Context: an optimization exercise on an open-source flow, tuned for small area, a short achievable clock period and few clock cycles. The choices shown serve that exercise and are no tape-out recipe.
RTL that was checked went through simulation tests only; none was proved equivalent to the original.
Power figures rest on the tool's default switching activity, not on a simulated workload.

==> tundra: inputs <==
==> flow/design.v <==
module pq_engine (
    input  wire        clk,
    input  wire        rst,
    input  wire        in_valid,
    output wire        in_ready,
    input  wire [63:0] in_data,
    input  wire [1:0]  in_layout,
    input  wire [31:0] in_erase,
    output wire        out_valid,
    input  wire        out_ready,
    output wire [63:0] out_data,
    output wire [4:0]  out_idx,
    output wire        out_last
);
    function [7:0] mul2;             
        input [7:0] a;
        begin
            mul2 = {a[6:0], 1'b0} ^ (a[7] ? 8'h1D : 8'h00);
        end
    endfunction
    function [7:0] div2;             
        input [7:0] a;
        begin
            div2 = {1'b0, a[7:1]} ^ (a[0] ? 8'h8E : 8'h00);
        end
    endfunction
    function [63:0] mul2_word;
        input [63:0] w;
        integer k;
        begin
            for (k = 0; k < 8; k = k + 1)
                mul2_word[8*k +: 8] = mul2(w[8*k +: 8]);
        end
    endfunction
    function [63:0] div2_word;
        input [63:0] w;
        integer k;
        begin
            for (k = 0; k < 8; k = k + 1)
                div2_word[8*k +: 8] = div2(w[8*k +: 8]);
        end
    endfunction
    function [4:0] data_units;
        input [1:0] layout;
        begin
            case (layout)
                2'd0:    data_units = 5'd30;   
                2'd1:    data_units = 5'd14;   
                default: data_units = 5'd6;    
            endcase
        end
    endfunction
    function [7:0] alpha;
        input [4:0] d;
        begin
            case (d)
                5'd1:  alpha = 8'hF4;  5'd2:  alpha = 8'hA7;
                5'd3:  alpha = 8'h9D;  5'd4:  alpha = 8'h72;
                5'd5:  alpha = 8'hED;  5'd6:  alpha = 8'h5F;
                5'd7:  alpha = 8'h54;  5'd8:  alpha = 8'hA0;
                5'd9:  alpha = 8'hA9;  5'd10: alpha = 8'hFB;
                5'd11: alpha = 8'h74;  5'd12: alpha = 8'h85;
                5'd13: alpha = 8'hE4;  5'd14: alpha = 8'hC0;
                5'd15: alpha = 8'h8A;  5'd16: alpha = 8'h67;
                5'd17: alpha = 8'hDC;  5'd18: alpha = 8'h26;
                5'd19: alpha = 8'h63;  5'd20: alpha = 8'hF2;
                5'd21: alpha = 8'hE9;  5'd22: alpha = 8'hB4;
                5'd23: alpha = 8'hD2;  5'd24: alpha = 8'h02;
                5'd25: alpha = 8'h8E;  5'd26: alpha = 8'hBA;
                5'd27: alpha = 8'hAA;  5'd28: alpha = 8'hDE;
                5'd29: alpha = 8'h89;
                default: alpha = 8'h01;
            endcase
        end
    endfunction
    function [4:0] low_index;
        input [31:0] m;
        integer i;
        reg [31:0] below;
        reg [31:0] one;
        begin
            below = 32'd0;
            for (i = 1; i < 32; i = i + 1)
                below[i] = below[i-1] | m[i-1];
            one = m & ~below;
            low_index = 5'd0;
            for (i = 0; i < 32; i = i + 1)
                if (one[i]) low_index = low_index | i[4:0];
        end
    endfunction
    function [4:0] high_index;
        input [31:0] m;
        integer i;
        reg [31:0] above;
        reg [31:0] one;
        begin
            above = 32'd0;
            for (i = 30; i >= 0; i = i - 1)
                above[i] = above[i+1] | m[i+1];
            one = m & ~above;
            high_index = 5'd0;
            for (i = 0; i < 32; i = i + 1)
                if (one[i]) high_index = high_index | i[4:0];
        end
    endfunction
    reg [4:0]  bi;           
    reg [1:0]  lay;          
    reg [31:0] em;           
    reg        f_first;      
    reg        f_data;       
    reg        f_p;          
    reg        f_last;       
    reg        f_era;        
    reg [63:0] acc_a;        
    reg [63:0] acc_h;        
    wire [4:0] nd      = data_units(lay);
    reg [2:0]  ph;
    reg [4:0]  ex, ey;       
    reg        two;          
    reg [4:0]  dxy;          
    reg        c_dd;         
    reg        c_dp;         
    reg        c_dq;         
    reg        c_q;          
    reg        c_pq;         
    reg        qe;           
    reg [7:0]  kq, kh;
    reg [4:0]  cq, ch;       
    wire [31:0] vmask = (lay == 2'd0) ? 32'hFFFF_FFFF :
                        (lay == 2'd1) ? 32'h0000_FFFF : 32'h0000_00FF;
    wire [31:0] mv    = em & vmask;
    wire [7:0]  a_tab = alpha(dxy);
    wire [7:0]  a_col = c_dd ? a_tab : 8'h01;
    reg        o_p0, o_p1;   
    reg [3:0]  mcnt;         
    reg        r_ok;         
    reg [63:0] s_a, s_h, s_q;
    reg [7:0]  s_ka, s_kh, s_kq;
    reg [4:0]  idx0, idx1;
    reg        s_two, use_a0, use_r0;
    reg [63:0] r;
    wire busy = o_p0 || o_p1;
    assign in_ready = !(f_last && busy);
    wire take = in_valid && in_ready;
    wire snap = f_last && !busy;
    wire era  = f_first ? in_erase[0] : f_era;
    wire ga   = !era && (f_first || f_data || f_p);
    wire gh   = !era;
    wire [63:0] din_a = ga ? in_data : 64'd0;
    wire [63:0] din_h = gh ? in_data : 64'd0;
    assign out_valid = o_p0 ? (!use_r0 || r_ok) : (o_p1 && r_ok);
    assign out_data  = ((o_p0 && use_a0) ? s_a : 64'd0) ^ ((!o_p0 || use_r0) ? r : 64'd0);
    assign out_idx   = o_p0 ? idx0 : idx1;
    assign out_last  = o_p0 ? !s_two : 1'b1;
    wire give = out_valid && out_ready;
    wire [4:0] bn = bi + 5'd1;
    always @(posedge clk) begin
        if (take) begin
            acc_a <= (f_first ? 64'd0 : acc_a) ^ din_a;
            if (f_first || f_data)
                acc_h <= div2_word((f_first ? 64'd0 : acc_h) ^ din_h);
            if (f_first) begin
                lay    <= in_layout;
                em     <= in_erase;
                f_era  <= in_erase[1];
                f_data <= 1'b1;
                f_p    <= 1'b0;
                f_last <= 1'b0;
            end else begin
                f_era  <= em[bn];
                f_data <= (bn < nd);
                f_p    <= (bn == nd);
                f_last <= (bn == nd + 5'd1);
            end
            f_first <= f_last;
            bi      <= f_last ? 5'd0 : bn;
        end
        if (take && f_first)
            ph <= 3'd1;
        else if (ph != 3'd4 && ph != 3'd0)
            ph <= ph + 3'd1;
        if (ph == 3'd1) begin
            ex  <= low_index(mv);
            ey  <= high_index(mv);
            qe  <= em[nd + 5'd1];
        end
        if (ph == 3'd2) begin
            two  <= (ex != ey);
            dxy  <= ey - ex;
            c_dd <= (ex != ey) && (ey < nd);
            c_dp <= (ex < nd) && (ey == nd);
            c_dq <= (ex < nd) && (ey == nd + 5'd1);
            c_q  <= (ex == nd + 5'd1);
            c_pq <= (ex == nd) && (ey == nd + 5'd1);
            cq   <= ex;
            ch   <= qe ? nd : nd - ex;
        end
        if (ph == 3'd3) begin
            kq <= a_col;
            kh <= a_col;
        end
        if (ph == 3'd4) begin
            if (cq >= 5'd2) begin
                kq <= qe ? mul2(mul2(kq)) : div2(div2(kq));
                cq <= cq - 5'd2;
            end else if (cq == 5'd1) begin
                kq <= qe ? mul2(kq) : div2(kq);
                cq <= 5'd0;
            end
            if (ch >= 5'd2) begin
                kh <= mul2(mul2(kh));
                ch <= ch - 5'd2;
            end else if (ch == 5'd1) begin
                kh <= mul2(kh);
                ch <= 5'd0;
            end
        end
        if (snap) begin
            s_a    <= acc_a;
            s_h    <= acc_h;
            s_q    <= in_data;
            s_ka   <= (c_dd || c_dp) ? a_col : (c_dq ? kq : 8'h00);
            s_kh   <= kh;
            s_kq   <= qe ? 8'h00 : kq;
            idx0   <= ex;
            idx1   <= ey;
            s_two  <= two;
            use_a0 <= !c_q;
            use_r0 <= c_dd || c_dp || c_q;
        end
        if (mcnt != 4'd0) begin
            r    <= mul2_word((mcnt == 4'd8) ? 64'd0 : r)
                    ^ (s_ka[7] ? s_a : 64'd0)
                    ^ (s_kh[7] ? s_h : 64'd0)
                    ^ (s_kq[7] ? s_q : 64'd0);
            s_ka <= {s_ka[6:0], 1'b0};
            s_kh <= {s_kh[6:0], 1'b0};
            s_kq <= {s_kq[6:0], 1'b0};
            mcnt <= mcnt - 4'd1;
            r_ok <= (mcnt == 4'd1);
        end
        if (give) begin
            if (o_p0)
                o_p0 <= 1'b0;
            else
                o_p1 <= 1'b0;
        end
        if (take && f_last) begin
            o_p0 <= 1'b1;
            o_p1 <= two;
            mcnt <= (two || c_q) ? 4'd8 : 4'd0;
            r_ok <= 1'b0;
        end
        if (rst) begin
            bi      <= 5'd0;
            f_first <= 1'b1;
            f_last  <= 1'b0;
            ph      <= 3'd0;
            o_p0    <= 1'b0;
            o_p1    <= 1'b0;
            mcnt    <= 4'd0;
        end
    end
endmodule
==> flow/run.sh <==
#!/bin/bash
# synth_recipe.tcl (not shown) runs the flow's synth.tcl, then flattens the netlist and writes it again
# the make line also repeats each setting of config.mk as NAME=value (left out here)
make -C /OpenROAD-flow-scripts/flow DESIGN_CONFIG=/design/flow/config.mk WORK_HOME=/design/flow/orfs CLKGATE_MAP_FILE= SYNTH_SCRIPT=/design/flow/synth_recipe.tcl finish
==> flow/config.mk <==
export PLATFORM = sky130hd
export DESIGN_NAME = pq_engine
export DESIGN_NICKNAME = pq_engine
export VERILOG_FILES = /design/flow/design.v
export SDC_FILE = /design/flow/constraint.sdc
export NUM_CORES = 4
export LEC_CHECK = 0
export CAP_MARGIN = 20
export CORE_MARGIN = 2
export CORE_UTILIZATION = 60
export SETUP_SLACK_MARGIN = 5
export SLEW_MARGIN = 20
==> flow/constraint.sdc <==
create_clock -name core_clock -period 10.0 [get_ports {clk}]
set_input_delay 2.0000 -clock core_clock [delete_from_list [all_inputs] [get_ports {clk}]]
set_output_delay 2.0000 -clock core_clock [all_outputs]
set_load 0.01 [all_outputs]
==> raven (differences from tundra) <==
--- a/flow/design.v
+++ b/flow/design.v
@@ -107,4 +107,5 @@
     reg [1:0]  lay;          
     reg [31:0] em;           
+    reg        e2;           
     reg        f_first;      
     reg        f_data;       
@@ -133,10 +134,12 @@
     wire [7:0]  a_col = c_dd ? a_tab : 8'h01;
     reg        o_p0, o_p1;   
+    reg        ov;           
     reg [3:0]  mcnt;         
-    reg        r_ok;         
+    reg        mac_later;    
+    reg        fix;          
     reg [63:0] s_a, s_h, s_q;
     reg [7:0]  s_ka, s_kh, s_kq;
-    reg [4:0]  idx0, idx1;
-    reg        s_two, use_a0, use_r0;
+    reg [4:0]  oidx, idx1;
+    reg        olast;
     reg [63:0] r;
     wire busy = o_p0 || o_p1;
@@ -145,22 +148,26 @@
     wire snap = f_last && !busy;
     wire era  = f_first ? in_erase[0] : f_era;
-    wire ga   = !era && (f_first || f_data || f_p);
-    wire gh   = !era;
-    wire [63:0] din_a = ga ? in_data : 64'd0;
-    wire [63:0] din_h = gh ? in_data : 64'd0;
-    assign out_valid = o_p0 ? (!use_r0 || r_ok) : (o_p1 && r_ok);
-    assign out_data  = ((o_p0 && use_a0) ? s_a : 64'd0) ^ ((!o_p0 || use_r0) ? r : 64'd0);
-    assign out_idx   = o_p0 ? idx0 : idx1;
-    assign out_last  = o_p0 ? !s_two : 1'b1;
-    wire give = out_valid && out_ready;
+    wire ga   = take && !era && (f_first || f_data || f_p);
+    wire clr  = take && f_first;
+    wire [63:0] din   = ga ? in_data : 64'd0;   
+    assign out_valid = ov;
+    assign out_data  = r;
+    assign out_idx   = oidx;
+    assign out_last  = olast;
+    wire give = ov && out_ready;
     wire [4:0] bn = bi + 5'd1;
+    wire       r0a = !(c_dd || c_dp || c_q);      
+    wire [7:0] ka_col = c_dd ? (a_tab ^ 8'h1C) :
+                        c_dp ? 8'h1D :
+                        c_dq ? (kq ^ 8'h1D) : 8'h1D;
     always @(posedge clk) begin
+        em <= in_erase;
+        acc_a <= (clr ? 64'd0 : acc_a) ^ din;
         if (take) begin
-            acc_a <= (f_first ? 64'd0 : acc_a) ^ din_a;
             if (f_first || f_data)
-                acc_h <= div2_word((f_first ? 64'd0 : acc_h) ^ din_h);
+                acc_h <= div2_word((f_first ? 64'd0 : acc_h) ^ din);
             if (f_first) begin
                 lay    <= in_layout;
-                em     <= in_erase;
+                e2     <= in_erase[2];
                 f_era  <= in_erase[1];
                 f_data <= 1'b1;
@@ -168,5 +175,5 @@
                 f_last <= 1'b0;
             end else begin
-                f_era  <= em[bn];
+                f_era  <= (bi == 5'd1) ? e2 : ((bn == ex) || (bn == ey));
                 f_data <= (bn < nd);
                 f_p    <= (bn == nd);
@@ -217,18 +224,17 @@
         end
         if (snap) begin
-            s_a    <= acc_a;
-            s_h    <= acc_h;
-            s_q    <= in_data;
-            s_ka   <= (c_dd || c_dp) ? a_col : (c_dq ? kq : 8'h00);
-            s_kh   <= kh;
-            s_kq   <= qe ? 8'h00 : kq;
-            idx0   <= ex;
-            idx1   <= ey;
-            s_two  <= two;
-            use_a0 <= !c_q;
-            use_r0 <= c_dd || c_dp || c_q;
-        end
-        if (mcnt != 4'd0) begin
-            r    <= mul2_word((mcnt == 4'd8) ? 64'd0 : r)
+            r     <= acc_a;
+            s_a   <= acc_a;
+            s_h   <= acc_h;
+            s_q   <= in_data;
+            s_ka  <= ka_col;
+            s_kh  <= kh;
+            s_kq  <= qe ? 8'h00 : kq;
+            oidx  <= ex;
+            idx1  <= ey;
+            olast <= !two;
+            fix   <= c_dd || c_dp;
+        end else if (mcnt != 4'd0) begin
+            r    <= mul2_word(r)
                     ^ (s_ka[7] ? s_a : 64'd0)
                     ^ (s_kh[7] ? s_h : 64'd0)
@@ -237,27 +243,44 @@
             s_kh <= {s_kh[6:0], 1'b0};
             s_kq <= {s_kq[6:0], 1'b0};
+        end else if (give && o_p0 && fix) begin
+            r <= r ^ s_a;
+        end
+        if (mcnt != 4'd0) begin
             mcnt <= mcnt - 4'd1;
-            r_ok <= (mcnt == 4'd1);
+            if (mcnt == 4'd1)
+                ov <= 1'b1;
         end
         if (give) begin
-            if (o_p0)
-                o_p0 <= 1'b0;
-            else
+            if (o_p0) begin
+                o_p0  <= 1'b0;
+                oidx  <= idx1;
+                olast <= 1'b1;
+                ov    <= o_p1 && fix;
+                if (mac_later) begin
+                    mac_later <= 1'b0;
+                    mcnt      <= 4'd8;
+                end
+            end else begin
                 o_p1 <= 1'b0;
+                ov   <= 1'b0;
+            end
         end
         if (take && f_last) begin
-            o_p0 <= 1'b1;
-            o_p1 <= two;
-            mcnt <= (two || c_q) ? 4'd8 : 4'd0;
-            r_ok <= 1'b0;
+            o_p0      <= 1'b1;
+            o_p1      <= two;
+            ov        <= r0a;
+            mcnt      <= r0a ? 4'd0 : 4'd8;
+            mac_later <= r0a && two;
         end
         if (rst) begin
-            bi      <= 5'd0;
-            f_first <= 1'b1;
-            f_last  <= 1'b0;
-            ph      <= 3'd0;
-            o_p0    <= 1'b0;
-            o_p1    <= 1'b0;
-            mcnt    <= 4'd0;
+            bi        <= 5'd0;
+            f_first   <= 1'b1;
+            f_last    <= 1'b0;
+            ph        <= 3'd0;
+            o_p0      <= 1'b0;
+            o_p1      <= 1'b0;
+            ov        <= 1'b0;
+            mcnt      <= 4'd0;
+            mac_later <= 1'b0;
         end
     end
==> flow/flow/run.sh (new file) <==
#!/bin/bash
# The standard layout, with a stronger setup repair target.
# Synthesis is the standard flow's own (standard.sh synth), unchanged. The rest of the
# ORFS flow runs with the same settings except SETUP_SLACK_MARGIN, so that
# repair_timing keeps improving paths beyond the 10 ns constraint.
set -euo pipefail
MARGIN=$(cat flow/margin.txt)
bash standard.sh synth > synth.log 2>&1
if grep -q 'SETUP_SLACK_MARGIN=' standard.sh; then
  sed -e "s/SETUP_SLACK_MARGIN=[-0-9.]*/SETUP_SLACK_MARGIN=${MARGIN}/" standard.sh > layout.sh
else
  sed -e "s/\"\${@:-finish}\"/SETUP_SLACK_MARGIN=${MARGIN} \"\${@:-finish}\"/" standard.sh > layout.sh
fi
export BUFFER_PORTS_ARGS="$(cat flow/buffer_ports_args.txt)"
bash layout.sh > layout.log 2>&1
==> flow/flow/buffer_ports_args.txt (new file) <==
-buffer_cell sky130_fd_sc_hd__buf_1
==> flow/flow/margin.txt (new file) <==
6.5
==> flow/standard.sh (new file) <==
#!/bin/bash
# synth_recipe.tcl (not shown) runs the flow's synth.tcl, then flattens the netlist and writes it again
# the make line also repeats each setting of config.mk as NAME=value (left out here)
make -C /OpenROAD-flow-scripts/flow DESIGN_CONFIG=/design/flow/config.mk WORK_HOME=/design/flow/orfs CLKGATE_MAP_FILE= SYNTH_SCRIPT=/design/flow/synth_recipe.tcl "${@:-finish}"
removed: flow/run.sh
==> qor summary <==
| quantity | raven | tundra |
|---|---|---|
| Global-route track usage on met3 | 0.0488 | 0.0400 |
| Area share of xor/xnor cells in the synthesized design | 0.151 | 0.153 |
| Total number of nets in the final design | 2682 | 2602 |
| Register-to-register setup slack | 6.80 ns | 6.33 ns |
| Sequential Power Share | 0.408 | 0.429 |
| Total half-perimeter wirelength after legalization and detailed placement | 36400 µm | 36700 µm |
| Number of non-filler instances in the completed layout | 3134 | 3096 |
| Leakage power of the design | 0.0103 µW | 0.0104 µW |
| Combined global-route utilization of all metal layers | 0.266 | 0.258 |
| Result of the run | complete, no violations | complete, no violations |
| Fin crit period | 3.42 ns | 4.77 ns |
| Synth Cell Area | 25800 µm² | 26400 µm² |
| Max-slew headroom | 0.251 | 0.319 |
| Timing endpoint of the critical path | out_data[31] | out_data[38] |
| Starting density of the core | 0.612 | 0.611 |
| Per-cell routed wire length | 18.9 µm | 18.9 µm |
| Worst-case setup margin in the final layout | 6.58 ns | 5.23 ns |
| Reg2Reg Depth | 9 | 5 |
| EDFF count, synth | 379 | 478 |
| DRT met1 WL | 25800 µm | 24100 µm |
| Combined flip-flop and latch cell area | 14400 µm² | 15400 µm² |
Testbench counts of tundra, summed over its fixed seeds: cycles 43,030.
For raven, only the layout was checked, not whether the RTL still works.

## re-timing with driven ports
No port has a modelled driver above. Below, the same layouts with a new extraction and two added sets of constraints. Step 1 sets driving cells, clkbuf_16 on the clock port and buf_2 on the other inputs (assumed; they add their load-dependent delay and slew). Step 2, shift: input delay + t, output delay - t, t = (earliest + latest rising clock arrival at the registers) / 2. This alone moves slack from input paths to output paths. a / b / c = ideal / step 1 / step 2; a / b = the first two.
run | shift t [ns] | setup WS [ns] | worst data-port slew with drivers (ns) | cell pins on the clock port's net
tundra | 0.657 | 5.231 / 5.172 / 4.921 | 0.11 | 1
raven | 0.644 | 6.575 / 6.517 / 5.962 | 0.11 | 1
After both steps setup and hold are still met in every run listed. For raven, which loses most, drivers alone change the setup slack by -0.058 ns; drivers and shift together by -0.613 ns.
